Background: an optimization exercise with open tools, aiming at small area, a short achievable clock period and few clock cycles per item. Do not read the settings as production practice.
The RTL was checked by simulation tests, not by an equivalence proof against the original design.

### flow/flow/run.sh
#!/bin/bash
set -euo pipefail
MARGIN=${MARGIN:-8}
bash standard.sh SETUP_SLACK_MARGIN=$MARGIN finish > make_finish.log 2>&1
### flow/standard.sh
#!/bin/bash
# synth_recipe.tcl (not shown) runs the flow's synth.tcl, then flattens the netlist and writes it again
# the make line also repeats each setting of config.mk as NAME=value (left out here)
make -C /OpenROAD-flow-scripts/flow DESIGN_CONFIG=/design/flow/config.mk WORK_HOME=/design/flow/orfs CLKGATE_MAP_FILE= SYNTH_SCRIPT=/design/flow/synth_recipe.tcl "${@:-finish}"
### flow/config.mk
export PLATFORM = sky130hd
export DESIGN_NAME = kw_unwrap
export DESIGN_NICKNAME = kw_unwrap
export VERILOG_FILES = /design/flow/design.v
export SDC_FILE = /design/flow/constraint.sdc
export NUM_CORES = 8
export LEC_CHECK = 0
export CAP_MARGIN = 40
export CELL_PAD_IN_SITES_DETAIL_PLACEMENT = 1
export CELL_PAD_IN_SITES_GLOBAL_PLACEMENT = 2
export CORE_MARGIN = 2
export CORE_UTILIZATION = 30
export PLACE_DENSITY = 0.5
export SLEW_MARGIN = 40
export SYNTH_HIERARCHICAL = 1
### flow/constraint.sdc
create_clock -name core_clock -period 12.0 [get_ports {clk}]
set_input_delay 2.4000 -clock core_clock [delete_from_list [all_inputs] [get_ports {clk}]]
set_output_delay 2.4000 -clock core_clock [all_outputs]
set_load 0.01 [all_outputs]
### flow/design.v
module gx2 (input wire a, input wire b, output wire y);
    assign y = a ^ b;
endmodule
module gxn2 (input wire a, input wire b, output wire y);
    assign y = ~(a ^ b);
endmodule
module kw_unwrap (
    input  wire         clk,
    input  wire         rst,
    input  wire         req_valid,
    output wire         req_ready,
    input  wire         req_kek,
    input  wire         req_long,
    input  wire [319:0] req_data,
    output wire         resp_valid,
    input  wire         resp_ready,
    output wire [255:0] resp_key,
    output wire         resp_ok
);
    localparam [63:0] IV = 64'hA6A6_A6A6_A6A6_A6A6;
    localparam [1:0] G_RUN   = 2'd0,
                     G_KEXP  = 2'd1,
                     G_KDONE = 2'd2;
    reg  [1:0]   gst;
    reg          ph;         
    reg  [3:0]   m;          
    reg          kph;        
    reg  [5:0]   kidx;       
    reg          k_rot;      
    reg          k_id;       
    reg  [7:0]   k_rcon;     
    reg  [255:0] kwin;       
    reg  [255:0] klast;      
    reg  [71:0]  ks;         
    reg  [127:0] sa;         
    reg  [287:0] sb;         
    reg          v_q, kek_q, long_q;
    reg          rdy;        
    reg  [63:0]  x1 [0:1];
    reg  [63:0]  x2 [0:1];
    reg  [63:0]  x3 [0:1];
    reg  [63:0]  x4 [0:1];
    reg  [4:0]   tc [0:1];   
    reg          lng  [0:1];
    reg          run  [0:1];   
    reg          park [0:1];   
    reg          okc  [0:1];
    reg          old;        
    reg  [127:0] sbuf;
    reg          sok;
    reg          sv;         
    reg          spre;       
    reg  [255:0] out_key;
    reg          out_ok, out_pend, out_valid;
    reg          out_free;   
    wire [127:0] rk   = kwin[255:128];
    wire [127:0] rk14 = klast[127:0];
    wire         grun = (gst == G_RUN);
    wire         cb   = ~ph;                  
    wire         bnd  = (m == 4'd0);          
    function [7:0] rcon_of(input [2:0] i);
        case (i)
            3'd1:    rcon_of = 8'h01;
            3'd2:    rcon_of = 8'h02;
            3'd3:    rcon_of = 8'h04;
            3'd4:    rcon_of = 8'h08;
            3'd5:    rcon_of = 8'h10;
            3'd6:    rcon_of = 8'h20;
            3'd7:    rcon_of = 8'h40;
            default: rcon_of = 8'h00;
        endcase
    endfunction
    wire [31:0] kw0 = kwin[255:224], kw1 = kwin[223:192], kw2 = kwin[191:160], kw3 = kwin[159:128];
    wire [31:0] kw4 = kwin[127:96],  kw5 = kwin[95:64],   kw6 = kwin[63:32],   kw7 = kwin[31:0];
    wire        kfwd   = (gst == G_KEXP);
    wire [71:0] ks_next;
    wire [31:0] sub_out;
    genvar g;
    generate
        for (g = 0; g < 4; g = g + 1) begin : g_ksbox
            if (1) begin : u_a    
                wire [7:0] a = kw3[8*g +: 8];
                wire [17:0] p;
                wire n1;
                gx2 u1 (.a(a[1]), .b(a[6]), .y(n1));
                wire n2;
                gx2 u2 (.a(a[4]), .b(a[7]), .y(n2));
                wire n3;
                gx2 u3 (.a(a[2]), .b(a[3]), .y(n3));
                wire n4;
                gx2 u4 (.a(a[5]), .b(a[7]), .y(n4));
                wire n5;
                gx2 u5 (.a(a[0]), .b(a[2]), .y(n5));
                wire n6;
                gx2 u6 (.a(n1), .b(n2), .y(n6));
                wire n7;
                gx2 u7 (.a(a[6]), .b(n2), .y(n7));
                wire n8;
                gx2 u8 (.a(a[4]), .b(a[5]), .y(n8));
                wire n9;
                gx2 u9 (.a(a[7]), .b(n1), .y(n9));
                wire n10;
                gx2 u10 (.a(a[0]), .b(a[5]), .y(n10));
                wire n11;
                gx2 u11 (.a(a[1]), .b(n5), .y(n11));
                wire n12;
                gx2 u12 (.a(n3), .b(n4), .y(n12));
                wire n13;
                gx2 u13 (.a(n1), .b(n8), .y(n13));
                wire n14;
                gx2 u14 (.a(a[3]), .b(n1), .y(n14));
                wire n15;
                gx2 u15 (.a(n4), .b(n11), .y(n15));
                wire n16;
                gx2 u16 (.a(a[5]), .b(n2), .y(n16));
                wire n17;
                gx2 u17 (.a(a[3]), .b(n9), .y(n17));
                wire n18;
                gx2 u18 (.a(a[3]), .b(n6), .y(n18));
                wire n19;
                gx2 u19 (.a(n3), .b(n13), .y(n19));
                wire n20;
                gx2 u20 (.a(a[5]), .b(n11), .y(n20));
                wire n21;
                gx2 u21 (.a(a[5]), .b(n14), .y(n21));
                wire n22;
                gx2 u22 (.a(a[1]), .b(n3), .y(n22));
                wire n23;
                gx2 u23 (.a(n3), .b(n6), .y(n23));
                wire n24;
                gx2 u24 (.a(n5), .b(n9), .y(n24));
                wire n25;
                gx2 u25 (.a(n3), .b(n10), .y(n25));
                wire n26;
                gx2 u26 (.a(n3), .b(n7), .y(n26));
                wire n27;
                gx2 u27 (.a(a[4]), .b(n14), .y(n27));
                wire n28;
                gx2 u28 (.a(a[2]), .b(a[5]), .y(n28));
                wire n29;
                gx2 u29 (.a(n7), .b(n25), .y(n29));
                wire n30;
                gx2 u30 (.a(n1), .b(n12), .y(n30));
                wire n31;
                gx2 u31 (.a(a[4]), .b(n11), .y(n31));
                wire n32;
                gx2 u32 (.a(a[1]), .b(n4), .y(n32));
                wire n33;
                gx2 u33 (.a(a[3]), .b(n10), .y(n33));
                wire n34 = n17 & n21;
                wire n35 = n28 & n27;
                wire n36 = n30 & n8;
                wire n37 = a[3] & n18;
                wire n38 = n10 & n29;
                wire n39 = n33 & n20;
                wire n40 = n9 & n16;
                wire n41 = n5 & n15;
                wire n42 = n24 & n31;
                wire n43;
                gx2 u43 (.a(n38), .b(n39), .y(n43));
                wire n44;
                gx2 u44 (.a(n37), .b(n38), .y(n44));
                wire n45;
                gx2 u45 (.a(n36), .b(n44), .y(n45));
                wire n46;
                gx2 u46 (.a(n35), .b(n6), .y(n46));
                wire n47;
                gx2 u47 (.a(n41), .b(n42), .y(n47));
                wire n48;
                gx2 u48 (.a(n40), .b(n44), .y(n48));
                wire n49;
                gx2 u49 (.a(n36), .b(n26), .y(n49));
                wire n50;
                gx2 u50 (.a(a[1]), .b(n47), .y(n50));
                wire n51;
                gx2 u51 (.a(n34), .b(n49), .y(n51));
                wire n52;
                gx2 u52 (.a(n43), .b(n51), .y(n52));
                wire n53;
                gx2 u53 (.a(n41), .b(n12), .y(n53));
                wire n54;
                gx2 u54 (.a(n43), .b(n50), .y(n54));
                wire n55;
                gx2 u55 (.a(n45), .b(n46), .y(n55));
                wire n56;
                gx2 u56 (.a(n48), .b(n53), .y(n56));
                reg [8:0] e;
                always @(*) begin
                    case ({n54, n56, n52, n55})
                        4'd0: e = 9'd0;
                        4'd1: e = 9'd432;
                        4'd2: e = 9'd216;
                        4'd3: e = 9'd360;
                        4'd4: e = 9'd27;
                        4'd5: e = 9'd195;
                        4'd6: e = 9'd245;
                        4'd7: e = 9'd413;
                        4'd8: e = 9'd45;
                        4'd9: e = 9'd238;
                        4'd10: e = 9'd325;
                        4'd11: e = 9'd350;
                        4'd12: e = 9'd54;
                        4'd13: e = 9'd427;
                        4'd14: e = 9'd371;
                        4'd15: e = 9'd390;
                        default: e = 9'd0;
                    endcase
                end
                wire n57 = n4 & e[0];
                wire n58 = n19 & e[1];
                wire n59 = n23 & e[2];
                wire n60 = n6 & e[3];
                wire n61 = n26 & e[4];
                wire n62 = n22 & e[5];
                wire n63 = n13 & e[6];
                wire n64 = n32 & e[7];
                wire n65 = n7 & e[8];
                wire n66 = n21 & e[0];
                wire n67 = n27 & e[1];
                wire n68 = n8 & e[2];
                wire n69 = n18 & e[3];
                wire n70 = n29 & e[4];
                wire n71 = n20 & e[5];
                wire n72 = n16 & e[6];
                wire n73 = n15 & e[7];
                wire n74 = n31 & e[8];
                assign p[0] = n57;
                assign p[1] = n58;
                assign p[2] = n59;
                assign p[3] = n60;
                assign p[4] = n61;
                assign p[5] = n62;
                assign p[6] = n63;
                assign p[7] = n64;
                assign p[8] = n65;
                assign p[9] = n66;
                assign p[10] = n67;
                assign p[11] = n68;
                assign p[12] = n69;
                assign p[13] = n70;
                assign p[14] = n71;
                assign p[15] = n72;
                assign p[16] = n73;
                assign p[17] = n74;
                assign ks_next[18*g +: 18] = p;
            end
            if (1) begin : u_b    
                wire [17:0] p = ks[18*g +: 18];
                wire [7:0] y;
                wire m1;
                gx2 u75 (.a(p[1]), .b(p[8]), .y(m1));
                wire m2;
                gx2 u76 (.a(p[0]), .b(m1), .y(m2));
                wire m3;
                gx2 u77 (.a(p[12]), .b(p[13]), .y(m3));
                wire m4;
                gx2 u78 (.a(p[10]), .b(p[11]), .y(m4));
                wire m5;
                gx2 u79 (.a(p[6]), .b(m2), .y(m5));
                wire m6;
                gx2 u80 (.a(p[15]), .b(p[17]), .y(m6));
                wire m7;
                gx2 u81 (.a(p[3]), .b(p[4]), .y(m7));
                wire m8;
                gx2 u82 (.a(p[16]), .b(m3), .y(m8));
                wire m9;
                gx2 u83 (.a(m3), .b(m4), .y(m9));
                wire m10;
                gx2 u84 (.a(p[14]), .b(m6), .y(m10));
                wire m11;
                gx2 u85 (.a(p[9]), .b(p[10]), .y(m11));
                wire m12;
                gx2 u86 (.a(p[2]), .b(p[3]), .y(m12));
                wire m32 = ~(m5 ^ m9);
                wire m14;
                gx2 u88 (.a(p[1]), .b(p[2]), .y(m14));
                wire m15;
                gx2 u89 (.a(m8), .b(m14), .y(m15));
                wire m16;
                gx2 u90 (.a(p[17]), .b(m11), .y(m16));
                wire m17;
                gx2 u91 (.a(p[7]), .b(m12), .y(m17));
                wire m18;
                gx2 u92 (.a(p[15]), .b(m7), .y(m18));
                wire m19;
                gx2 u93 (.a(m2), .b(m7), .y(m19));
                wire m20 = m6 ^ m11;
                wire m33 = ~(m8 ^ m16);
                wire m22;
                gx2 u96 (.a(p[12]), .b(m10), .y(m22));
                wire m34 = ~(m5 ^ m22);
                wire m24;
                gx2 u98 (.a(m1), .b(m17), .y(m24));
                wire m25;
                gx2 u99 (.a(p[13]), .b(m4), .y(m25));
                wire m35 = ~(p[5] ^ m24);
                wire m27;
                gx2 u101 (.a(p[7]), .b(m9), .y(m27));
                wire m28;
                gx2 u102 (.a(m10), .b(m25), .y(m28));
                wire m29 = m5 ^ m28;
                wire m30 = m15 ^ m18;
                wire m31 = m19 ^ m27;
                assign y[0] = m32;
                assign y[1] = m33;
                assign y[2] = m20;
                assign y[3] = m31;
                assign y[4] = m29;
                assign y[5] = m34;
                assign y[6] = m35;
                assign y[7] = m30;
                assign sub_out[8*g +: 8] = y;
            end
        end
    endgenerate
    wire [31:0]  sub_rot   = k_rot ? {sub_out[23:0], sub_out[31:24]} : sub_out;
    wire [31:0]  k_g       = k_id ? kw3 : (sub_rot ^ {k_rcon, 24'h0});
    wire [31:0]  k_new     = kw4 ^ k_g;
    wire [255:0] kfwd_next = {kwin[223:128], k_new, kwin[95:0], kw0};
    wire [255:0] kbwd_next = {k_new, kw5 ^ kw4, kw6 ^ kw5, kw7 ^ kw6, kwin[255:128]};
    wire [287:0] sb_next;
    generate
        for (g = 0; g < 16; g = g + 1) begin : g_sta
            localparam integer ROW = g % 4;
            localparam integer COL = g / 4;
            localparam integer SRC = ROW + 4 * ((COL + 4 - ROW) % 4);
            if (1) begin : u_a    
                wire [7:0] a = sa[127-8*SRC -: 8];
                wire [17:0] p;
                wire n1;
                gx2 u1 (.a(a[1]), .b(a[2]), .y(n1));
                wire n2;
                gx2 u2 (.a(a[0]), .b(a[5]), .y(n2));
                wire n3;
                gx2 u3 (.a(a[7]), .b(n1), .y(n3));
                wire n4;
                gx2 u4 (.a(a[4]), .b(a[6]), .y(n4));
                wire n5;
                gx2 u5 (.a(a[0]), .b(a[3]), .y(n5));
                wire n6;
                gx2 u6 (.a(a[3]), .b(a[5]), .y(n6));
                wire n7;
                gx2 u7 (.a(a[0]), .b(a[4]), .y(n7));
                wire n8;
                gx2 u8 (.a(n2), .b(n4), .y(n8));
                wire n9;
                gx2 u9 (.a(a[4]), .b(n6), .y(n9));
                wire n10;
                gx2 u10 (.a(a[6]), .b(n5), .y(n10));
                wire n11;
                gx2 u11 (.a(a[2]), .b(a[5]), .y(n11));
                wire n12;
                gx2 u12 (.a(a[0]), .b(a[7]), .y(n12));
                wire n13;
                gx2 u13 (.a(n3), .b(n8), .y(n13));
                wire n14;
                gx2 u14 (.a(n1), .b(n2), .y(n14));
                wire n15;
                gx2 u15 (.a(a[4]), .b(n2), .y(n15));
                wire n16;
                gx2 u16 (.a(n3), .b(n15), .y(n16));
                wire n36;
                gxn2 u17 (.a(a[1]), .b(n2), .y(n36));
                wire n18;
                gx2 u18 (.a(a[3]), .b(n4), .y(n18));
                wire n19;
                gx2 u19 (.a(a[6]), .b(n6), .y(n19));
                wire n20;
                gx2 u20 (.a(n1), .b(n7), .y(n20));
                wire n21;
                gx2 u21 (.a(a[6]), .b(n14), .y(n21));
                wire n42;
                gxn2 u22 (.a(n3), .b(n10), .y(n42));
                wire n23;
                gx2 u23 (.a(a[1]), .b(n12), .y(n23));
                wire n24;
                gx2 u24 (.a(n4), .b(n12), .y(n24));
                wire n25;
                gx2 u25 (.a(a[1]), .b(n7), .y(n25));
                wire n26;
                gx2 u26 (.a(a[7]), .b(n11), .y(n26));
                wire n27;
                gx2 u27 (.a(a[6]), .b(n3), .y(n27));
                wire n28;
                gx2 u28 (.a(n1), .b(n5), .y(n28));
                wire n29;
                gx2 u29 (.a(a[1]), .b(n9), .y(n29));
                wire n30;
                gx2 u30 (.a(a[6]), .b(n26), .y(n30));
                wire n31;
                gx2 u31 (.a(n3), .b(n18), .y(n31));
                wire n32;
                gx2 u32 (.a(a[1]), .b(n4), .y(n32));
                wire n38;
                gxn2 u33 (.a(a[4]), .b(n11), .y(n38));
                wire n34 = ~n7;
                wire n35 = ~n1;
                wire n37 = ~a[1];
                wire n39 = ~n14;
                wire n40 = ~n16;
                wire n41 = ~n9;
                wire n43 = ~n5;
                wire n44 = ~n8;
                wire n45 = ~n9;
                wire n46 = ~n16;
                wire n47 = ~a[6];
                wire n48 = n20 & n24;
                wire n49 = n34 & n31;
                wire n50 = n35 & n28;
                wire n51 = n36 & n32;
                wire n52 = n37 & n29;
                wire n53 = n2 & n19;
                wire n54 = n38 & n23;
                wire n55 = n25 & n30;
                wire n56 = n39 & n21;
                wire n57;
                gx2 u43 (.a(n52), .b(n55), .y(n57));
                wire n58;
                gx2 u44 (.a(n50), .b(n52), .y(n58));
                wire n59;
                gx2 u45 (.a(n53), .b(n13), .y(n59));
                wire n60;
                gx2 u46 (.a(n51), .b(n54), .y(n60));
                wire n61;
                gx2 u47 (.a(n53), .b(n10), .y(n61));
                wire n62;
                gx2 u48 (.a(n41), .b(n60), .y(n62));
                wire n63;
                gx2 u49 (.a(n48), .b(n59), .y(n63));
                wire n64;
                gx2 u50 (.a(n58), .b(n63), .y(n64));
                wire n65;
                gx2 u51 (.a(n51), .b(n40), .y(n65));
                wire n66;
                gx2 u52 (.a(n56), .b(n61), .y(n66));
                wire n67;
                gx2 u53 (.a(n57), .b(n66), .y(n67));
                wire n68;
                gx2 u54 (.a(n49), .b(n65), .y(n68));
                wire n69;
                gx2 u55 (.a(n57), .b(n62), .y(n69));
                wire n70;
                gx2 u56 (.a(n58), .b(n68), .y(n70));
                reg [8:0] e;
                always @(*) begin
                    case ({n67, n69, n64, n70})
                        4'd0: e = 9'd0;
                        4'd1: e = 9'd432;
                        4'd2: e = 9'd216;
                        4'd3: e = 9'd360;
                        4'd4: e = 9'd27;
                        4'd5: e = 9'd195;
                        4'd6: e = 9'd245;
                        4'd7: e = 9'd413;
                        4'd8: e = 9'd45;
                        4'd9: e = 9'd238;
                        4'd10: e = 9'd325;
                        4'd11: e = 9'd350;
                        4'd12: e = 9'd54;
                        4'd13: e = 9'd427;
                        4'd14: e = 9'd371;
                        4'd15: e = 9'd390;
                        default: e = 9'd0;
                    endcase
                end
                wire n71 = n27 & e[0];
                wire n72 = n42 & e[1];
                wire n73 = n43 & e[2];
                wire n74 = n44 & e[3];
                wire n75 = n45 & e[4];
                wire n76 = n10 & e[5];
                wire n77 = n46 & e[6];
                wire n78 = n13 & e[7];
                wire n79 = n47 & e[8];
                wire n80 = n24 & e[0];
                wire n81 = n31 & e[1];
                wire n82 = n28 & e[2];
                wire n83 = n32 & e[3];
                wire n84 = n29 & e[4];
                wire n85 = n19 & e[5];
                wire n86 = n23 & e[6];
                wire n87 = n30 & e[7];
                wire n88 = n21 & e[8];
                assign p[0] = n71;
                assign p[1] = n72;
                assign p[2] = n73;
                assign p[3] = n74;
                assign p[4] = n75;
                assign p[5] = n76;
                assign p[6] = n77;
                assign p[7] = n78;
                assign p[8] = n79;
                assign p[9] = n80;
                assign p[10] = n81;
                assign p[11] = n82;
                assign p[12] = n83;
                assign p[13] = n84;
                assign p[14] = n85;
                assign p[15] = n86;
                assign p[16] = n87;
                assign p[17] = n88;
                assign sb_next[287-18*g -: 18] = p;
            end
        end
    endgenerate
    wire [127:0] ark;
    wire [127:0] imc;
    generate
        for (g = 0; g < 16; g = g + 1) begin : g_stb
            if (1) begin : u_b    
                wire [17:0] p = sb[287-18*g -: 18];
                wire [7:0] k = rk[127-8*g -: 8];
                wire [7:0] y;
                wire m1;
                gx2 u75 (.a(p[9]), .b(p[11]), .y(m1));
                wire m2;
                gx2 u76 (.a(p[0]), .b(p[2]), .y(m2));
                wire m3;
                gx2 u77 (.a(p[12]), .b(p[15]), .y(m3));
                wire m4;
                gx2 u78 (.a(m1), .b(m2), .y(m4));
                wire m5;
                gx2 u79 (.a(p[14]), .b(m4), .y(m5));
                wire m6;
                gx2 u80 (.a(p[13]), .b(m3), .y(m6));
                wire m7;
                gx2 u81 (.a(p[7]), .b(p[8]), .y(m7));
                wire m8;
                gx2 u82 (.a(p[1]), .b(p[3]), .y(m8));
                wire m9;
                gx2 u83 (.a(p[17]), .b(m6), .y(m9));
                wire m10;
                gx2 u84 (.a(p[4]), .b(p[16]), .y(m10));
                wire m11;
                gx2 u85 (.a(p[4]), .b(k[7]), .y(m11));
                wire m12;
                gx2 u86 (.a(p[6]), .b(p[8]), .y(m12));
                wire m13;
                gx2 u87 (.a(p[10]), .b(m2), .y(m13));
                wire m14;
                gx2 u88 (.a(m7), .b(m13), .y(m14));
                wire m15;
                gx2 u89 (.a(m10), .b(m12), .y(m15));
                wire m16;
                gx2 u90 (.a(m6), .b(m8), .y(m16));
                wire m17;
                gx2 u91 (.a(p[5]), .b(k[1]), .y(m17));
                wire m18;
                gx2 u92 (.a(p[5]), .b(m11), .y(m18));
                wire m19;
                gx2 u93 (.a(p[13]), .b(m7), .y(m19));
                wire m20;
                gx2 u94 (.a(p[2]), .b(m10), .y(m20));
                wire m21;
                gx2 u95 (.a(p[13]), .b(m18), .y(m21));
                wire m22;
                gx2 u96 (.a(k[6]), .b(m20), .y(m22));
                wire m23 = m16 ^ m22;
                wire m24;
                gx2 u98 (.a(p[16]), .b(k[0]), .y(m24));
                wire m25;
                gx2 u99 (.a(p[3]), .b(k[4]), .y(m25));
                wire m26;
                gx2 u100 (.a(m3), .b(m25), .y(m26));
                wire m27;
                gx2 u101 (.a(k[2]), .b(m7), .y(m27));
                wire m28;
                gx2 u102 (.a(p[15]), .b(m24), .y(m28));
                wire m29;
                gx2 u103 (.a(p[0]), .b(m17), .y(m29));
                wire m30;
                gx2 u104 (.a(k[5]), .b(m19), .y(m30));
                wire m31;
                gx2 u105 (.a(m15), .b(m26), .y(m31));
                wire m32;
                gx2 u106 (.a(k[3]), .b(m1), .y(m32));
                wire m33;
                gx2 u107 (.a(m4), .b(m27), .y(m33));
                wire m34 = m5 ^ m21;
                wire m35 = m5 ^ m31;
                wire m36 = m9 ^ m32;
                wire m37 = m9 ^ m33;
                wire m38 = m5 ^ m30;
                wire m39 = m8 ^ m29;
                wire m40;
                gx2 u114 (.a(p[11]), .b(m28), .y(m40));
                wire m41 = m14 ^ m40;
                assign y[0] = m41;
                assign y[1] = m39;
                assign y[2] = m37;
                assign y[3] = m36;
                assign y[4] = m35;
                assign y[5] = m38;
                assign y[6] = m23;
                assign y[7] = m34;
                assign ark[127-8*g -: 8] = y;
            end
        end
        for (g = 0; g < 4; g = g + 1) begin : g_imc
            if (1) begin : u_imc    
                wire [31:0] a = ark[127-32*g -: 32];
                wire [31:0] y;
                wire v0;
                gx2 u1 (.a(a[5]), .b(a[21]), .y(v0));
                wire v1;
                gx2 u2 (.a(a[13]), .b(a[29]), .y(v1));
                wire v2;
                gx2 u3 (.a(a[6]), .b(a[22]), .y(v2));
                wire v3;
                gx2 u4 (.a(a[14]), .b(a[30]), .y(v3));
                wire v4;
                gx2 u5 (.a(v0), .b(v1), .y(v4));
                wire v5;
                gx2 u6 (.a(a[7]), .b(v2), .y(v5));
                wire v6;
                gx2 u7 (.a(a[23]), .b(v3), .y(v6));
                wire v7;
                gx2 u8 (.a(a[3]), .b(a[31]), .y(v7));
                wire v8;
                gx2 u9 (.a(a[15]), .b(a[19]), .y(v8));
                wire v9;
                gx2 u10 (.a(a[25]), .b(v4), .y(v9));
                wire v10;
                gx2 u11 (.a(a[1]), .b(a[17]), .y(v10));
                wire v11;
                gx2 u12 (.a(a[8]), .b(a[24]), .y(v11));
                wire v12;
                gx2 u13 (.a(a[9]), .b(v9), .y(v12));
                wire v13;
                gx2 u14 (.a(a[12]), .b(a[28]), .y(v13));
                wire v14;
                gx2 u15 (.a(a[4]), .b(a[20]), .y(v14));
                wire v15;
                gx2 u16 (.a(a[0]), .b(a[16]), .y(v15));
                wire v16;
                gx2 u17 (.a(a[10]), .b(a[26]), .y(v16));
                wire v17;
                gx2 u18 (.a(a[2]), .b(a[18]), .y(v17));
                wire v18;
                gx2 u19 (.a(a[11]), .b(a[27]), .y(v18));
                wire v19;
                gx2 u20 (.a(v7), .b(v8), .y(v19));
                wire v20;
                gx2 u21 (.a(v6), .b(v17), .y(v20));
                wire v21;
                gx2 u22 (.a(a[7]), .b(v14), .y(v21));
                wire v22;
                gx2 u23 (.a(v2), .b(v16), .y(v22));
                wire v23;
                gx2 u24 (.a(a[23]), .b(v13), .y(v23));
                wire v24;
                gx2 u25 (.a(v5), .b(v18), .y(v24));
                wire v25;
                gx2 u26 (.a(a[7]), .b(v3), .y(v25));
                wire v26;
                gx2 u27 (.a(v3), .b(v22), .y(v26));
                wire v27;
                gx2 u28 (.a(v4), .b(v11), .y(v27));
                wire v28;
                gx2 u29 (.a(a[15]), .b(a[31]), .y(v28));
                wire v29;
                gx2 u30 (.a(a[30]), .b(v23), .y(v29));
                wire v30;
                gx2 u31 (.a(v8), .b(v10), .y(v30));
                wire v31;
                gx2 u32 (.a(a[2]), .b(v15), .y(v31));
                wire v32;
                gx2 u33 (.a(a[5]), .b(v19), .y(v32));
                wire v33;
                gx2 u34 (.a(a[21]), .b(v19), .y(v33));
                wire v34;
                gx2 u35 (.a(a[22]), .b(v21), .y(v34));
                wire v35;
                gx2 u36 (.a(v7), .b(v10), .y(v35));
                wire v36;
                gx2 u37 (.a(a[18]), .b(v15), .y(v36));
                wire v37;
                gx2 u38 (.a(a[23]), .b(v2), .y(v37));
                wire v38;
                gx2 u39 (.a(v26), .b(v28), .y(v38));
                wire v39;
                gx2 u40 (.a(v1), .b(v17), .y(v39));
                wire v40;
                gx2 u41 (.a(v5), .b(v20), .y(v40));
                wire v41;
                gx2 u42 (.a(a[13]), .b(v24), .y(v41));
                wire v42;
                gx2 u43 (.a(v27), .b(v37), .y(v42));
                wire v43;
                gx2 u44 (.a(a[15]), .b(a[24]), .y(v43));
                wire v44;
                gx2 u45 (.a(v6), .b(v18), .y(v44));
                wire v45;
                gx2 u46 (.a(v0), .b(v28), .y(v45));
                wire v46;
                gx2 u47 (.a(a[26]), .b(v11), .y(v46));
                wire v47;
                gx2 u48 (.a(a[6]), .b(v21), .y(v47));
                wire v48;
                gx2 u49 (.a(v0), .b(v16), .y(v48));
                wire v49;
                gx2 u50 (.a(a[0]), .b(a[31]), .y(v49));
                wire v50;
                gx2 u51 (.a(v4), .b(v15), .y(v50));
                wire v51;
                gx2 u52 (.a(v26), .b(v39), .y(v51));
                wire v52;
                gx2 u53 (.a(a[14]), .b(v23), .y(v52));
                wire v53;
                gx2 u54 (.a(a[29]), .b(v24), .y(v53));
                wire v54;
                gx2 u55 (.a(a[10]), .b(v11), .y(v54));
                wire v55;
                gx2 u56 (.a(a[31]), .b(v1), .y(v55));
                wire v56;
                gx2 u57 (.a(a[3]), .b(a[11]), .y(v56));
                wire v57;
                gx2 u58 (.a(a[13]), .b(v33), .y(v57));
                wire v58;
                gx2 u59 (.a(v6), .b(v31), .y(v58));
                wire v59;
                gx2 u60 (.a(v6), .b(v50), .y(v59));
                wire v60;
                gx2 u61 (.a(v14), .b(v30), .y(v60));
                wire v61;
                gx2 u62 (.a(v1), .b(v34), .y(v61));
                wire v62;
                gx2 u63 (.a(a[15]), .b(v29), .y(v62));
                wire v63;
                gx2 u64 (.a(a[31]), .b(v5), .y(v63));
                wire v64;
                gx2 u65 (.a(a[14]), .b(v45), .y(v64));
                wire v65;
                gx2 u66 (.a(a[17]), .b(v31), .y(v65));
                wire v66;
                gx2 u67 (.a(a[4]), .b(a[12]), .y(v66));
                wire v67;
                gx2 u68 (.a(a[11]), .b(v16), .y(v67));
                wire v68;
                gx2 u69 (.a(a[19]), .b(a[27]), .y(v68));
                wire v69;
                gx2 u70 (.a(v43), .b(v50), .y(v69));
                wire v70;
                gx2 u71 (.a(a[8]), .b(a[31]), .y(v70));
                wire v71;
                gx2 u72 (.a(a[16]), .b(v37), .y(v71));
                wire v72;
                gx2 u73 (.a(a[10]), .b(v24), .y(v72));
                wire v73;
                gx2 u74 (.a(a[1]), .b(a[8]), .y(v73));
                wire v74 = v61 ^ v62;
                wire v75;
                gx2 u76 (.a(v32), .b(v34), .y(v75));
                wire v76;
                gx2 u77 (.a(a[6]), .b(v45), .y(v76));
                wire v77;
                gx2 u78 (.a(v5), .b(v10), .y(v77));
                wire v78;
                gx2 u79 (.a(v14), .b(v29), .y(v78));
                wire v79;
                gx2 u80 (.a(v25), .b(v46), .y(v79));
                wire v80;
                gx2 u81 (.a(v18), .b(v31), .y(v80));
                wire v81;
                gx2 u82 (.a(a[17]), .b(v6), .y(v81));
                wire v82;
                gx2 u83 (.a(a[16]), .b(v27), .y(v82));
                wire v83;
                gx2 u84 (.a(v35), .b(v67), .y(v83));
                wire v84;
                gx2 u85 (.a(v13), .b(v64), .y(v84));
                wire v85;
                gx2 u86 (.a(v8), .b(v56), .y(v85));
                wire v86 = v25 ^ v69;
                wire v87;
                gx2 u88 (.a(v10), .b(v71), .y(v87));
                wire v88;
                gx2 u89 (.a(a[4]), .b(a[28]), .y(v88));
                wire v89;
                gx2 u90 (.a(v44), .b(v47), .y(v89));
                wire v90;
                gx2 u91 (.a(a[4]), .b(v13), .y(v90));
                wire v91 = v59 ^ v70;
                wire v92;
                gx2 u93 (.a(v48), .b(v66), .y(v92));
                wire v93;
                gx2 u94 (.a(a[1]), .b(v36), .y(v93));
                wire v94;
                gx2 u95 (.a(v35), .b(v36), .y(v94));
                wire v95;
                gx2 u96 (.a(v9), .b(v77), .y(v95));
                wire v96;
                gx2 u97 (.a(a[8]), .b(v49), .y(v96));
                wire v97;
                gx2 u98 (.a(a[15]), .b(v73), .y(v97));
                wire v98;
                gx2 u99 (.a(v52), .b(v55), .y(v98));
                wire v99;
                gx2 u100 (.a(v25), .b(v90), .y(v99));
                wire v100;
                gx2 u101 (.a(a[28]), .b(v14), .y(v100));
                wire v101;
                gx2 u102 (.a(a[17]), .b(v54), .y(v101));
                wire v102;
                gx2 u103 (.a(v36), .b(v85), .y(v102));
                wire v103 = v76 ^ v78;
                wire v104;
                gx2 u105 (.a(a[1]), .b(a[9]), .y(v104));
                wire v105;
                gx2 u106 (.a(v27), .b(v94), .y(v105));
                wire v106;
                gx2 u107 (.a(v33), .b(v88), .y(v106));
                wire v107;
                gx2 u108 (.a(a[16]), .b(v97), .y(v107));
                wire v108;
                gx2 u109 (.a(a[23]), .b(a[27]), .y(v108));
                wire v109;
                gx2 u110 (.a(v29), .b(v32), .y(v109));
                wire v110;
                gx2 u111 (.a(v46), .b(v104), .y(v110));
                wire v111;
                gx2 u112 (.a(a[12]), .b(v108), .y(v111));
                wire v112;
                gx2 u113 (.a(v5), .b(v100), .y(v112));
                wire v113;
                gx2 u114 (.a(v25), .b(v107), .y(v113));
                wire v114;
                gx2 u115 (.a(v20), .b(v92), .y(v114));
                wire v115;
                gx2 u116 (.a(a[0]), .b(a[15]), .y(v115));
                wire v116;
                gx2 u117 (.a(a[9]), .b(v65), .y(v116));
                wire v117;
                gx2 u118 (.a(a[29]), .b(v44), .y(v117));
                wire v118;
                gx2 u119 (.a(a[26]), .b(v30), .y(v118));
                wire v119;
                gx2 u120 (.a(a[25]), .b(v93), .y(v119));
                wire v120 = v40 ^ v110;
                wire v121;
                gx2 u122 (.a(v33), .b(v52), .y(v121));
                wire v122;
                gx2 u123 (.a(a[9]), .b(v4), .y(v122));
                wire v123;
                gx2 u124 (.a(a[20]), .b(a[28]), .y(v123));
                wire v124;
                gx2 u125 (.a(a[11]), .b(v17), .y(v124));
                wire v125 = v72 ^ v105;
                wire v126 = v53 ^ v114;
                wire v127 = v42 ^ v115;
                wire v128 = v41 ^ v109;
                wire v129 = v47 ^ v98;
                wire v130;
                gx2 u131 (.a(v79), .b(v102), .y(v130));
                wire v131;
                gx2 u132 (.a(a[24]), .b(v49), .y(v131));
                wire v132 = v57 ^ v89;
                wire v133;
                gx2 u134 (.a(a[20]), .b(a[27]), .y(v133));
                wire v134;
                gx2 u135 (.a(v81), .b(v131), .y(v134));
                wire v135;
                gx2 u136 (.a(v22), .b(v111), .y(v135));
                wire v136 = v12 ^ v130;
                wire v137;
                gx2 u138 (.a(a[12]), .b(a[20]), .y(v137));
                wire v138 = v53 ^ v121;
                wire v139 = v34 ^ v84;
                wire v140 = v63 ^ v82;
                wire v141 = v38 ^ v119;
                wire v142 = v75 ^ v117;
                wire v143;
                gx2 u144 (.a(v32), .b(v137), .y(v143));
                wire v144;
                gx2 u145 (.a(v83), .b(v112), .y(v144));
                wire v145;
                gx2 u146 (.a(v60), .b(v135), .y(v145));
                wire v146 = v38 ^ v116;
                wire v147 = v12 ^ v144;
                wire v148;
                gx2 u149 (.a(v30), .b(v124), .y(v148));
                wire v149 = v12 ^ v134;
                wire v150 = v51 ^ v143;
                wire v151;
                gx2 u152 (.a(v99), .b(v148), .y(v151));
                wire v152 = v51 ^ v106;
                wire v153;
                gx2 u154 (.a(v43), .b(v122), .y(v153));
                wire v154 = v12 ^ v151;
                wire v155;
                gx2 u156 (.a(a[25]), .b(v101), .y(v155));
                wire v156;
                gx2 u157 (.a(v7), .b(v68), .y(v156));
                wire v157;
                gx2 u158 (.a(v80), .b(v118), .y(v157));
                wire v158;
                gx2 u159 (.a(v13), .b(v133), .y(v158));
                wire v159 = v12 ^ v145;
                wire v160;
                gx2 u161 (.a(v54), .b(v156), .y(v160));
                wire v161;
                gx2 u162 (.a(v58), .b(v160), .y(v161));
                wire v162;
                gx2 u163 (.a(v48), .b(v123), .y(v162));
                wire v163 = v95 ^ v96;
                wire v164 = v87 ^ v153;
                wire v165;
                gx2 u166 (.a(v20), .b(v162), .y(v165));
                wire v166 = v12 ^ v113;
                wire v167 = v40 ^ v155;
                wire v168 = v41 ^ v165;
                wire v169 = v12 ^ v161;
                wire v170;
                gx2 u171 (.a(v35), .b(v158), .y(v170));
                wire v171 = v42 ^ v157;
                wire v172;
                gx2 u173 (.a(v20), .b(v170), .y(v172));
                wire v173 = v12 ^ v172;
                assign y[0] = v140;
                assign y[1] = v149;
                assign y[2] = v141;
                assign y[3] = v171;
                assign y[4] = v173;
                assign y[5] = v152;
                assign y[6] = v142;
                assign y[7] = v103;
                assign y[8] = v86;
                assign y[9] = v163;
                assign y[10] = v120;
                assign y[11] = v169;
                assign y[12] = v147;
                assign y[13] = v126;
                assign y[14] = v128;
                assign y[15] = v129;
                assign y[16] = v127;
                assign y[17] = v166;
                assign y[18] = v146;
                assign y[19] = v125;
                assign y[20] = v154;
                assign y[21] = v150;
                assign y[22] = v132;
                assign y[23] = v139;
                assign y[24] = v91;
                assign y[25] = v164;
                assign y[26] = v167;
                assign y[27] = v136;
                assign y[28] = v159;
                assign y[29] = v168;
                assign y[30] = v138;
                assign y[31] = v74;
                assign imc[127-32*g -: 32] = y;
            end
        end
    endgenerate
    wire [63:0] b_hi = ark[127:64];
    wire [63:0] b_lo = ark[63:0];
    wire        b_ok = (b_hi == IV);
    wire        bnd_b      = grun && bnd;     
    wire        run_b      = run[cb];
    wire        last_b     = (tc[cb] == 5'd1);
    wire        s_first    = sv && !spre;     
    wire        sout       = s_first && out_free;
    wire        fin_direct = bnd_b && run_b && last_b && (old == cb) && out_free && !s_first;
    wire        sfill      = bnd_b && run_b && last_b && !fin_direct && !lng[cb] && !sv;
    wire        fin_park   = bnd_b && run_b && last_b && !fin_direct && !sfill;
    wire        cont       = bnd_b && run_b && !last_b;
    wire        unpark0    = park[0] && !old && out_free && !s_first;
    wire        unpark1    = park[1] &&  old && out_free && !s_first;
    wire        acc        = rdy && !kek_q && req_valid;
    wire        kek_acc    = rdy &&  kek_q && req_valid;
    wire        acc_d      = rdy && !kek_q;
    wire        kek_d      = rdy &&  kek_q;
    wire        has_o      = cb ? (run[0] || park[0]) : (run[1] || park[1]);
    wire [63:0]  head      = lng[cb] ? x1[cb] : x3[cb];
    wire [4:0]   t_nx      = tc[cb] - 5'd1;
    wire [4:0]   t_first   = long_q ? 5'd24 : 5'd12;
    wire [63:0]  c_n       = long_q ? req_data[63:0] : req_data[191:128];
    wire [127:0] blk_raw   = cont ? {b_hi ^ {59'd0, t_nx}, head}
                                  : {req_data[319:256] ^ {59'd0, t_first}, c_n};
    reg  [1:0]  gst_n;
    reg         ph_n, kph_n;
    reg  [3:0]  m_n;
    reg  [5:0]  kidx_n;
    reg         run_n [0:1];
    reg         park_n [0:1];
    reg  [4:0]  tc_n [0:1];
    reg         old_n, sv_n, spre_n;
    integer     c;
    always @(*) begin
        gst_n  = gst;
        ph_n   = ph;
        m_n    = m;
        kph_n  = kph;
        kidx_n = kidx;
        case (gst)
            G_RUN: begin
                if (kek_acc) begin
                    gst_n  = G_KEXP;
                    kph_n  = 1'b0;
                    kidx_n = 6'd8;
                end else begin
                    ph_n = ~ph;
                    if (!ph)
                        m_n = bnd ? 4'd13 : m - 4'd1;
                end
            end
            G_KEXP: begin
                kph_n = ~kph;
                if (kph) begin
                    kidx_n = kidx + 6'd1;
                    if (kidx == 6'd59)
                        gst_n = G_KDONE;
                end
            end
            default: begin
                gst_n = G_RUN;
                ph_n  = 1'b1;
                m_n   = 4'd0;
            end
        endcase
        for (c = 0; c < 2; c = c + 1) begin
            run_n[c]  = run[c];
            park_n[c] = park[c];
            tc_n[c]   = tc[c];
            if (cb == c) begin
                if (acc) begin
                    run_n[c] = 1'b1;
                    tc_n[c]  = t_first;
                end else if (bnd_b && run_b && last_b) begin
                    run_n[c] = 1'b0;
                end
                if (cont)
                    tc_n[c] = t_nx;
                if (fin_park)
                    park_n[c] = 1'b1;
            end
        end
        if (unpark0) park_n[0] = 1'b0;
        if (unpark1) park_n[1] = 1'b0;
        old_n = old;
        if (acc && !has_o)
            old_n = cb;
        else if (fin_direct)
            old_n = ~cb;
        else if (unpark0)
            old_n = 1'b1;
        else if (unpark1)
            old_n = 1'b0;
        else if (sfill && old == cb)
            old_n = ~cb;
        sv_n   = sv;
        spre_n = spre;
        if (sfill) begin
            sv_n   = 1'b1;
            spre_n = (old != cb);
        end else if (sout) begin
            sv_n   = 1'b0;
        end
        if (fin_direct || unpark0 || unpark1)
            spre_n = 1'b0;
        if (rst)
            sv_n = 1'b0;
        if (rst) begin
            gst_n     = G_RUN;
            ph_n      = 1'b1;
            m_n       = 4'd0;
            run_n[0]  = 1'b0;
            run_n[1]  = 1'b0;
            park_n[0] = 1'b0;
            park_n[1] = 1'b0;
        end
    end
    wire out_pend_n  = !rst && (fin_direct || unpark0 || unpark1 || sout);
    wire out_valid_n = !rst && (out_pend || (out_valid && !resp_ready));
    wire out_free_n  = !(out_pend_n || out_pend || out_valid);
    wire v_q_n       = !rst && req_valid && !rdy;
    wire cb_n     = ~ph_n;
    wire grun_n   = (gst_n == G_RUN);
    wire bnd_n    = grun_n && (m_n == 4'd0);
    wire old_is_n = (old_n == cb_n) && !(sv_n && !spre_n);
    wire last_n   = bnd_n && run_n[cb_n] && (tc_n[cb_n] == 5'd1);
    wire free_n   = (!run_n[cb_n] && (!park_n[cb_n] || (old_is_n && out_free_n))) ||
                    (last_n && ((old_is_n && out_free_n) || (!lng[cb_n] && !sv_n)));
    wire rdy_n    = !rst && v_q_n && grun_n &&
                    (req_kek ? (!run_n[0] && !park_n[0] && !run_n[1] && !park_n[1])
                             : (bnd_n && free_n));
    always @(posedge clk) begin
        gst      <= gst_n;
        ph       <= ph_n;
        m        <= m_n;
        kph      <= kph_n;
        kidx     <= kidx_n;
        run[0]   <= run_n[0];
        run[1]   <= run_n[1];
        park[0]  <= park_n[0];
        park[1]  <= park_n[1];
        tc[0]    <= tc_n[0];
        tc[1]    <= tc_n[1];
        old      <= old_n;
        sv       <= sv_n;
        spre     <= spre_n;
        out_pend  <= out_pend_n;
        out_valid <= out_valid_n;
        out_free  <= out_free_n;
        v_q      <= v_q_n;
        kek_q    <= req_kek;
        long_q   <= req_long;
        rdy      <= rdy_n;
    end
    always @(posedge clk) begin
        ks <= ks_next;
        if (kek_d)
            kwin <= {req_data[127:0], req_data[255:128]};
        else if (kfwd && kph)
            kwin <= kfwd_next;
        else if (grun && !ph)
            kwin <= bnd ? klast : kbwd_next;
        if (gst == G_KDONE)
            klast <= {kwin[127:0], kwin[255:128]};
        if (kek_d) begin
            k_rot  <= 1'b1;
            k_id   <= 1'b0;
            k_rcon <= 8'h01;
        end else if (kfwd) begin
            if (kph) begin
                k_rot  <= (kidx_n[2:0] == 3'd0);
                k_id   <= (kidx_n[1:0] != 2'd0);
                k_rcon <= (kidx_n[2:0] == 3'd0) ? rcon_of(kidx_n[5:3]) : 8'h00;
            end
        end else if (!grun || !ph) begin
            k_rot  <= m_n[0];
            k_id   <= 1'b0;
            k_rcon <= m_n[0] ? rcon_of(m_n[3:1] + 3'd1) : 8'h00;
        end
    end
    always @(posedge clk) begin
        sb <= sb_next;
        if (!bnd)
            sa <= imc;
        else
            sa <= blk_raw ^ rk14;
    end
    always @(posedge clk) begin
        if (sfill) begin
            sbuf <= {b_lo, x3[cb]};
            sok  <= b_ok;
        end
    end
    generate
        for (g = 0; g < 2; g = g + 1) begin : g_ctx
            wire here = (cb == g);
            always @(posedge clk) begin
                if (here && cont) begin
                    x3[g] <= b_lo;
                    if (lng[g]) begin
                        x1[g] <= x2[g];
                        x2[g] <= x3[g];
                    end
                end else if (here && acc_d) begin
                    lng[g] <= long_q;
                    x1[g]  <= long_q ? req_data[127:64] : 64'd0;
                    x2[g]  <= long_q ? req_data[191:128] : 64'd0;
                    x3[g]  <= req_data[255:192];
                end
                if (here && fin_park) begin
                    x4[g]  <= b_lo;
                    okc[g] <= b_ok;
                end
            end
        end
    endgenerate
    always @(posedge clk) begin
        if (fin_direct) begin
            out_key <= {b_lo, x3[cb], x2[cb], x1[cb]};
            out_ok  <= b_ok;
        end else if (unpark0) begin
            out_key <= {x4[0], x3[0], x2[0], x1[0]};
            out_ok  <= okc[0];
        end else if (unpark1) begin
            out_key <= {x4[1], x3[1], x2[1], x1[1]};
            out_ok  <= okc[1];
        end else if (sout) begin
            out_key <= {sbuf, 128'd0};
            out_ok  <= sok;
        end else if (out_pend && !out_ok) begin
            out_key <= 256'd0;
        end
    end
    assign req_ready  = rdy;
    assign resp_valid = out_valid;
    assign resp_ok    = out_ok;
    assign resp_key   = out_key;
endmodule
==> run notes <==
## modules after synthesis (local to each module, per instance)
module     flops+latches  cell area, sq um  cells  times used
gxn2                   0              8.76      1          48
kw_unwrap           1948             91300   8540           1
gx2                    0              8.76      1        2080
## cell type report
| type | count | area, sq um | area share [%] |
|---|---|---|---|
| multi-input cells | 7943 | 59300 | 43.1 |
| flip-flops and latches | 1948 | 53300 | 38.7 |
| repair buffers | 1144 | 10100 | 7.36 |
| clock buffers | 355 | 7040 | 5.12 |
| well taps | 4816 | 6030 | 4.38 |
| inverters | 245 | 1030 | 0.747 |
| clock inverters | 91 | 757 | 0.550 |
| diodes | 29 | 72.6 | 0.0527 |
## how the worst max path moves through the flow
stage / depth (start not counted) / slack [ns] / end / startpoint
after floorplan: 5 / 4.43 / kwin[0]$_DFFE_PP_ / ph$_DFF_P_
after global placement: 12 / 5.84 / sa[27]$_DFF_P_ / sb[29]$_DFF_P_
after detailed placement: 10 / 5.92 / x2[0][42]$_DFFE_PP_ / ph$_DFF_P_
after CTS: 1 / 7.82 / resp_key[85] / out_key[85]$_DFFE_PP_
after global routing: 1 / 7.84 / resp_key[85] / out_key[85]$_DFFE_PP_
final: 1 / 7.84 / resp_key[85] / out_key[85]$_DFFE_PP_
## flip-flops by register name, indices dropped and copies added, names as in the netlist, 10 cells and up
name,cells
tc,10
out_key,256
x1,128
x4,128
ks,72
kwin,256
x2,128
sa,128
sb,288
x3,128
sbuf,128
klast,256
## cell families after synthesis
| family | after synthesis | synth area share [%] |
|---|---|---|
| buffers and inverters | 784 | 2.79 |
| adder cells (fa/ha/maj) | 144 | 1.64 |
| multiplexers | 423 | 4.54 |
| XOR/XNOR | 2695 | 21.5 |
| AND/OR/NAND/NOR | 2555 | 10.1 |
| AO/OA/AOI/OAI | 2119 | 11.1 |
| flip-flops | 1948 | 48.4 |
## metal layers
metal / wire length (um) / global-route usage, %
met1: 264000 / 42.8
met2: 278000 / 50.7
met3: 30900 / 3.13
met4: 25900 / 11.5
met5: 27 / 0
## synthesized netlist by cell type, types with 128 or more instances
cell type	number	area (sq um)
o21ai_0	812	4060
nor2_1	568	2130
mux2i_1	274	2740
edfxtp_1	1415	42500
nor2b_1	159	995
nand2_1	1388	5210
xnor2_1	384	3360
ha_1	144	1800
dfxtp_1	533	10700
xor2_1	2311	20200
clkbuf_1	398	1490
a21oi_1	828	4140
inv_1	242	908
and2_1	331	2070
a222oi_1	128	1280
## through the flow
step | hold slack [ns] | cell area (sq um) | worst slack, ns
after floorplan | 0.424 | 110000 | 4.43
after global placement | 0.474 | 122000 | 5.84
after detailed placement | 0.495 | 123000 | 5.92
after CTS | 0.461 | 134000 | 7.82
after global routing | 0.485 | 138000 | 7.84
final | 0.457 | 138000 | 7.84
## timing repair
item | CTS | global route
buffers inserted | 106 | 141
gates resized for setup | 1536 | 277
pin swaps | 64 | 74
setup endpoints to repair | 1885 | 833
gates cloned | 11 | 4
==> flow_summary.json <==
{
  "outcome": "no timing/DRC/antenna violations",
  "cts.sinks": 1948,
  "syn_inst": 10700,
  "setup_tns_ns": 0,
  "track_usage_pct": 31.2,
  "max_freq_ghz": 0.241,
  "synth_edf_count": 1415,
  "synth.avg_cell_area_sq_um": 10.3,
  "clockBufferDepth": 4,
  "final_cell_count_no_fill": 16600,
  "ys_warn_count": 19,
  "vias_per_cell": 5.24,
  "routed_wl_um": 599000,
  "cts_buffers": 240,
  "area_delta_synth_final_pct": 25.2,
  "hp-class": "reg -> reg",
  "die_x_um": 609,
  "drtPass1Iterations": 9,
  "cts_tree": "yes",
  "core-area_sq_um": 365000,
  "gr-total-overflow": 0,
  "grt_start_max_net_pins": 147,
  "final_common_cell": "xor2_1",
  "finalClockSkew_ns": 0.0698,
  "gp_congestion": 0.892,
  "initial_utilization_pct": 30.1,
  "rsz0062_at_grt": "yes",
  "drt-initial-drc-count": 8864,
  "path_clk_slew_ns": 0.06,
  "rows": 222,
  "route.detailed.drc": 0,
  "worst-r2r-setup-slack_ns": 8.00,
  "r2r_cells": 13,
  "worstMarginPinSlew_ns": 1.03,
  "r2r_start": "kwin[148]$_DFFE_PP_",
  "path_buf_inv": 1,
  "cpMaxStageDelayCell": "edfxtp_1",
  "synth_seq_cells": 1948,
  "placed_cells": 15800,
  "crit_family": "flip-flops",
  "whs_path_depth": 1,
  "syn_area_sq_um": 110000,
  "worst_setup_path_end_kind": "primary output",
  "path_cells": "buf_2",
  "mostFrequentLayoutCells": "1880 x xor2_1, 1415 x edfxtp_1, 1375 x nand2_1, 810 x a21oi_1, 771 x o21ai_0",
  "r2r-end": "sa[22]$_DFF_P_",
  "ctsHoldBuffers": 0,
  "synthArstFlopShare_pct": 0,
  "nFillCells": 39800,
  "clkLatencyLatePin_ns": 0.97,
  "holdPathEnd": "out_free$_DFF_P_",
  "detailed_place_hpwl_um": 451000,
  "post_drt_wl_per_cell_um": 36.1,
  "slew_headroom_pct": 31.6,
  "arrival_ns": 1.76,
  "ys_seq_area_share_pct": 48.4,
  "path_max_fanout": 1,
  "syn_nets": 11100,
  "setup_viol": 0,
  "start_kind": "flip-flop",
  "die_h_um": 609,
  "nets": 12000,
  "ys.flop_type": "edfxtp_1",
  "ctsRootBufferMaster": "clkbuf_16",
  "fin_util_pct": 37.7,
  "finalCritPeriodShare_pct": 34.6,
  "hold_viol": 0,
  "num_vias": 86800,
  "ant_nets": 0,
  "ioPinCount": 585,
  "grt_antenna_before_repair": 103,
  "slew_viol_final": 0,
  "crit_type": "reg -> out",
  "min_period_ns": 4.16,
  "crit_required_ns": 9.60,
  "grt_first_pass_wirelength_um": 794000,
  "drv_cap": 0,
  "yosysUniqueCellTypes": 71,
  "htreeDepth": 4,
  "grt_pass1_vias": 87500,
  "drive_above_1_share_pct": 17.1,
  "io_buffers": 584,
  "min_from": "out_valid$_DFF_P_",
  "critPathMaxStageDelay_ns": 0.59,
  "die-area_sq_um": 371000
}
Testbench counts, summed over its fixed seeds: cycles 65,910, items 256.

[separate check: timing with driven ports]
No port has a modelled driver above. Below, the same layout with a new extraction and two added sets of constraints.
Step 1 (the two cells are an assumption about what drives the block):
set clk [get_ports {clk}]
set_driving_cell -lib_cell sky130_fd_sc_hd__clkbuf_16 $clk
set_driving_cell -lib_cell sky130_fd_sc_hd__buf_2 [delete_from_list [all_inputs] $clk]
Step 2, shift: input delay + t, output delay - t, t = (earliest + latest rising clock arrival at the registers) / 2. This alone moves slack from input paths to output paths.
a / b / c = ideal ports / drivers / drivers and shift; a / b = the first two.
shift t [ns]: 1.048
slack for setup (ns): 7.843 / 7.731 / 7.197
hold slack, ns: 0.457 / 0.457 / 0.457
worst data-port slew with drivers (ns): 0.35
After both steps setup and hold are still met in this run. The setup slack of this run moves by -0.112 ns with the drivers and by -0.646 ns with both steps.
